This design comes from an exercise in tuning for small area and a short achievable clock period on the open sky130 flow, not from production work.
Function was checked by simulation only, so behaviour that the tests miss may differ from the original.

<file path="config.mk">
export PLATFORM = sky130hd
export DESIGN_NAME = cordic_unit
export DESIGN_NICKNAME = cordic_unit
export VERILOG_FILES = /design/flow/design.v
export SDC_FILE = /design/flow/constraint.sdc
export NUM_CORES = 4
export LEC_CHECK = 0
export CAP_MARGIN = 20
export CORE_MARGIN = 2
export CORE_UTILIZATION = 40
export SLEW_MARGIN = 20
</file>
<file path="run.sh">
#!/bin/bash
# synth_recipe.tcl (not shown) runs the flow's synth.tcl, then flattens the netlist and writes it again
# the make line also repeats each setting of config.mk as NAME=value (left out here)
make -C /OpenROAD-flow-scripts/flow DESIGN_CONFIG=/design/flow/config.mk WORK_HOME=/design/flow/orfs CLKGATE_MAP_FILE= SYNTH_SCRIPT=/design/flow/synth_recipe.tcl finish
</file>
<file path="design.v">
module cordic_step (
  input  wire               vec,     
  input  wire [4:0]         i,       
  input  wire signed [43:0] x_in,
  input  wire signed [43:0] y_in,
  input  wire        [39:0] z_in,
  output wire signed [43:0] x_out,
  output wire signed [43:0] y_out,
  output wire        [39:0] z_out
);
  function [39:0] atan_tab(input [4:0] k);    
    case (k)
      5'd0: atan_tab = 40'd137438953472;
      5'd1: atan_tab = 40'd81134951838;
      5'd2: atan_tab = 40'd42869480287;
      5'd3: atan_tab = 40'd21761217566;
      5'd4: atan_tab = 40'd10922836750;
      5'd5: atan_tab = 40'd5466743129;
      5'd6: atan_tab = 40'd2734038620;
      5'd7: atan_tab = 40'd1367102738;
      5'd8: atan_tab = 40'd683561799;
      5'd9: atan_tab = 40'd341782203;
      5'd10: atan_tab = 40'd170891265;
      5'd11: atan_tab = 40'd85445653;
      5'd12: atan_tab = 40'd42722829;
      5'd13: atan_tab = 40'd21361415;
      5'd14: atan_tab = 40'd10680707;
      5'd15: atan_tab = 40'd5340354;
      5'd16: atan_tab = 40'd2670177;
      5'd17: atan_tab = 40'd1335088;
      5'd18: atan_tab = 40'd667544;
      5'd19: atan_tab = 40'd333772;
      5'd20: atan_tab = 40'd166886;
      5'd21: atan_tab = 40'd83443;
      5'd22: atan_tab = 40'd41722;
      5'd23: atan_tab = 40'd20861;
      5'd24: atan_tab = 40'd10430;
      5'd25: atan_tab = 40'd5215;
      5'd26: atan_tab = 40'd2608;
      5'd27: atan_tab = 40'd1304;
      5'd28: atan_tab = 40'd652;
      5'd29: atan_tab = 40'd326;
      5'd30: atan_tab = 40'd163;
      5'd31: atan_tab = 40'd81;
      default: atan_tab = 40'd0;
    endcase
  endfunction
  wire signed [43:0] xs = x_in >>> i;
  wire signed [43:0] ys = y_in >>> i;
  wire [39:0] a = atan_tab(i);
  wire d_pos = vec ? y_in[43] : ~z_in[39];
  assign x_out = d_pos ? x_in - ys : x_in + ys;
  assign y_out = d_pos ? y_in + xs : y_in - xs;
  assign z_out = d_pos ? z_in - a  : z_in + a;
endmodule
module cordic_unit (
  input  wire        clk,
  input  wire        rst,        
  input  wire        start,      
  input  wire        vec,        
  input  wire [31:0] x_in,       
  input  wire [31:0] y_in,       
  input  wire [31:0] theta_in,   
  output reg         busy,
  output reg  [63:0] r0,
  output reg  [63:0] r1
);
  localparam [35:0] KGAIN = 36'd41730103940;   
  function [4:0] rsb(input [31:0] v);
    integer k;
    reg done;
    begin
      rsb  = 5'd0;
      done = 1'b0;
      for (k = 30; k >= 0; k = k - 1) begin
        if (!done && v[k] == v[31]) rsb = rsb + 5'd1;
        else done = 1'b1;
      end
    end
  endfunction
  wire [4:0] rsb_x = rsb(x_in);
  wire [4:0] rsb_y = rsb(y_in);
  wire [4:0] sh    = (rsb_x < rsb_y) ? rsb_x : rsb_y;
  wire signed [31:0] xn = $signed(x_in) <<< sh;
  wire signed [31:0] yn = $signed(y_in) <<< sh;
  wire signed [43:0] xw = {{2{xn[31]}}, xn, 10'd0};
  wire signed [43:0] yw = {{2{yn[31]}}, yn, 10'd0};
  wire [1:0]  quad = theta_in[31:30] + {1'b0, theta_in[29]};
  wire [31:0] resid = theta_in - {quad, 30'd0};    
  reg signed [43:0] x0, y0;
  reg        [39:0] z0;
  always @* begin
    if (vec) begin
      if (xw < 0) begin
        x0 = -xw; y0 = -yw; z0 = 40'h80_0000_0000;   
      end else begin
        x0 = xw;  y0 = yw;  z0 = 40'd0;
      end
    end else begin
      z0 = {resid, 8'd0};
      case (quad)
        2'd0: begin x0 = xw;  y0 = yw;  end
        2'd1: begin x0 = -yw; y0 = xw;  end
        2'd2: begin x0 = -xw; y0 = -yw; end
        default: begin x0 = yw; y0 = -xw; end
      endcase
    end
  end
  reg signed [43:0] x, y;
  reg        [39:0] z;
  reg        [4:0]  cnt;      
  reg        [4:0]  shift;    
  reg               mode;     
  reg               zero;     
  wire signed [43:0] x1, y1, x2, y2;
  wire        [39:0] z1, z2;
  cordic_step s_a (.vec(mode), .i({cnt[3:0], 1'b0}), .x_in(x),  .y_in(y),  .z_in(z),
                   .x_out(x1), .y_out(y1), .z_out(z1));
  cordic_step s_b (.vec(mode), .i({cnt[3:0], 1'b1}), .x_in(x1), .y_in(y1), .z_in(z1),
                   .x_out(x2), .y_out(y2), .z_out(z2));
  wire signed [80:0] px = x * $signed({1'b0, KGAIN});
  wire signed [80:0] py = y * $signed({1'b0, KGAIN});
  wire [6:0] rs = 7'd45 + {2'd0, shift};
  wire signed [80:0] qx = px >>> rs;
  wire signed [80:0] qy = py >>> rs;
  wire signed [80:0] rx = (qx + 81'sd1) >>> 1;
  wire signed [80:0] ry = (qy + 81'sd1) >>> 1;
  wire [39:0] zr = z + 40'd128;
  always @(posedge clk) begin
    if (rst) begin
      busy <= 1'b0;
      r0   <= 64'd0;
      r1   <= 64'd0;
      cnt  <= 5'd0;
    end else if (!busy) begin
      if (start) begin
        busy  <= 1'b1;
        cnt   <= 5'd0;
        x     <= x0;
        y     <= y0;
        z     <= z0;
        shift <= sh;
        mode  <= vec;
        zero  <= (x_in == 32'd0) && (y_in == 32'd0);
      end
    end else if (cnt != 5'd16) begin
      x   <= x2;
      y   <= y2;
      z   <= z2;
      cnt <= cnt + 5'd1;
    end else begin
      busy <= 1'b0;
      r0   <= rx[63:0];
      if (mode)
        r1 <= zero ? 64'd0 : {32'd0, zr[39:8]};
      else
        r1 <= ry[63:0];
    end
  end
endmodule
</file>
<file path="constraint.sdc">
create_clock -name core_clock -period 32.0 [get_ports {clk}]
set_input_delay 6.4000 -clock core_clock [delete_from_list [all_inputs] [get_ports {clk}]]
set_output_delay 6.4000 -clock core_clock [all_outputs]
set_load 0.01 [all_outputs]
</file>
==> run summary <==
-- kinds of logic after synthesis --
logic type	count (synthesis)	share of synthesized area
AND/OR/NAND/NOR	3807	0.1503
AO/OA/AOI/OAI	3502	0.1911
adder cells (fa/ha/maj)	2724	0.3730
buffers and inverters	2570	0.08275
XOR/XNOR	893	0.06726
multiplexers	652	0.07032
flip-flops	325	0.06526
-- path summary, 6_finish.rpt --
check | from | to | slack [ns] | cells after the start
hold / removal | r0[6]$_SDFFE_PP0P_ | r0[6]$_SDFFE_PP0P_ | 0.45 | 2
hold reg to reg | r0[6]$_SDFFE_PP0P_ | r0[6]$_SDFFE_PP0P_ | 0.45 | 2
setup reg to reg | cnt[0]$_SDFFE_PP0P_ | z[38]$_DFFE_PP_ | 15.63 | 53
setup / recovery | y_in[30] | x[43]$_DFFE_PP_ | 1.39 | 119
-- critical path, delay by kind of cell --
kind                     cells  cell delay (ns)
buffers and inverters       11             1.71
adder cells (fa/ha/maj)     28             8.69
AND/OR/NAND/NOR             27             4.18
XOR/XNOR                     1             0.27
multiplexers                19             4.24
AO/OA/AOI/OAI               33             5.56
-- stage by stage --
step                      TNS (ns)  setup WS (ns)
final                            0          1.387
after global routing        -2.213        -0.2050
after CTS                        0         0.8900
after detailed placement         0         0.2538
after global placement           0         0.4813
after floorplan                  0          1.597
-- registers in the layout (all words and copies together), names as in the netlist, 27 cells and up --
signal  flops
r0         64
r1         64
x          44
y          44
z          40
s_b.a      29
s_a.a      27
-- per-layer routing --
layer / up-vias / routed length [um] / global-route usage
met4: 6 / 34000 / 0.1817
met5: - / 41 / 0
li1: 50740 / - / -
met1: 54760 / 203700 / 0.4187
met2: 5700 / 221900 / 0.5049
met3: 1296 / 46520 / 0.06095
-- cell usage after synthesis, types with 70 or more instances --
cell type     n
or2_2        70
a211oi_1    248
a21oi_1     921
buf_1        91
edfxtp_1    135
nand2b_1    124
nand4_1      91
a21o_1      228
clkbuf_1    507
o21ai_0     710
nand3_1     335
nor2b_1      94
and3_1      158
a31oi_1     137
inv_1      1868
mux2_2      104
o21a_1      111
mux4_2      143
nand2_1    1115
nor2_1     1024
o22ai_1      92
ha_1       1266
mux2i_1     402
xor2_1      337
and2_1      128
fa_1       1446
nor3_1      300
o31ai_1      93
dfxtp_1     190
o211ai_1    126
xnor2_1     534
or3_1       109
-- layout make-up --
class / instances / area [sq um] / share of cell area
well taps: 3958 / 4952 / 0.03791
diodes: 7 / 17.52 / 0.0001341
clock inverters: 22 / 245.2 / 0.001877
clock buffers: 60 / 1275 / 0.009760
inverters: 1880 / 7074 / 0.05416
flip-flops and latches: 325 / 7876 / 0.06029
multi-input cells: 11580 / 103000 / 0.7888
repair buffers: 718 / 6148 / 0.04707
-- repair_timing --
item	in CTS	in global routing
buffers inserted	0	15
resized for setup	0	57
endpoints found under the setup margin	0	67
==> flow_summary.ini <==
[run_status]
outcome = finished clean

[critical_path]
timing.critical_path.fanout_max = 8
crit_path_arrival_time_ns = 31.06
crit_type = in -> reg
crit_path_max_incr_delay_ns = 0.51
crit_path_frequent_cell = ha_1
cp_slowest_cell = clkdlybuf4s50_1
endpoint_kind = flop
timing.critical_path.from_type = primary input
required_ns = 32.45

[sta]
timing_hold_violations_final = 0
tightest_slew_ns = 1.257
slew_headroom = 0.1566
final.hold.worst_slack_ns = 0.4496
finalWorstPathRequiredPeriod_ns = 30.61
fin_worst_skew_ns = 0.07803
timing.final.max_slew_violations = 0
period_share = 0.9567
finalSetupViolations = 0
achievable-frequency_mhz = 32.67

[placement]
detailedPlacementHpwl_mm = 416.6
place.port_buffers = 228
numPlacedInstances = 18440
routability_congestion = 1.050
place_area_sq_mm = 0.1287

[synthesis]
synth.yosys.warnings = 2
synthCells = 14470
synth_sequential_area_ratio = 0.06526
synthTopCellsByArea = fa_1 (24%), ha_1 (13%), inv_1 (5.8%)
post_synth_edffs = 135
syn_area_per_cell_sq_um = 8.319
synth_area_sq_mm = 0.1204
synthArstFlopShare = 0
synthesis.nets = 17290
ys.flop_type = dfxtp_1
cell_taking_the_most_area_after_synthesis = fa_1
ys_types = 128
postSynthRegisterBits = 325
post-synth-top-area-fraction = 0.2404

[floorplanning]
floorplan.die_area_sq_mm = 0.3054
start_util = 0.4016
io_pins = 229
fp.dieH_um = 552.6
rows = 201
core_sq_mm = 0.2998
die_width_um = 552.6

[clock_tree]
clock_root_buffer = clkbuf_16
hold_buffers = 0
cts_max_level = 2
tritoncts.num_buffers = 44
worst_skew_pair_latency_ns = 0.71
cts_tree = built
cts_sinks = 325
clk_path_buf_depth = 3
clk_pin_slew_worst_paths_ns = 0.06

[routing]
avgViaCountPerCell = 6.066
dr_iter_0_viols = 12380
routed_wirelength_mm = 506.2
wire_per_inst_um = 27.29
drtAntennaViolNets = 0
dr.pass1.iters = 6
routed-via-count = 112500
remaining_drc_errors = 0

[final_layout]
most-common-layout-cells = inv_1 (1863), fa_1 (1446), ha_1 (1262)
post_layout_utilization_of_the_core = 0.4358
final_cells = 18550
mostFrequentLayoutCell = inv_1
drive_above_1_share = 0.07351
final_design_area_no_fill_sq_mm = 0.1306
synthToLayoutAreaGrowth_pct = 8.499
fillerInstances = 30090
design.final.nets = 17360

[grt]
first_pass_grt_wire_length_mm = 745.8
number_of_antenna_violations_at_the_first_check_in_global_routing = 13
grtUsageTotal = 0.3232
grt_pass1_vias = 110500
grt_overflow_total = 0
grt_start_max_net_pins = 93

[min_path]
hold_path.class = reg -> reg

[job]
maxCapViolations = 0

re-timing with driven ports:
How much do the figures lean on ideal ports? The routed layout below was timed once more, with nothing changed but the port constraints. Step 1 sets driving cells, clkbuf_16 on the clock port and buf_2 on the other inputs (assumed; they add their load-dependent delay and slew). Step 2 moves the port delays by t, midway between the first and last clock arrival at a register: inputs arrive t later, outputs are due t later. That takes back most of the time a late clock gives input paths. Three values: ideal, step 1, step 2; two values: the first two.
shift t [ns]: 0.752
setup WS [ns]: 1.387 / 1.438 / 0.686
latest minus earliest clock arrival (ns): 0.078 / 0.078
After both steps this run still meets setup and hold. The setup slack of this run moves by +0.051 ns with the drivers and by -0.701 ns with both steps.
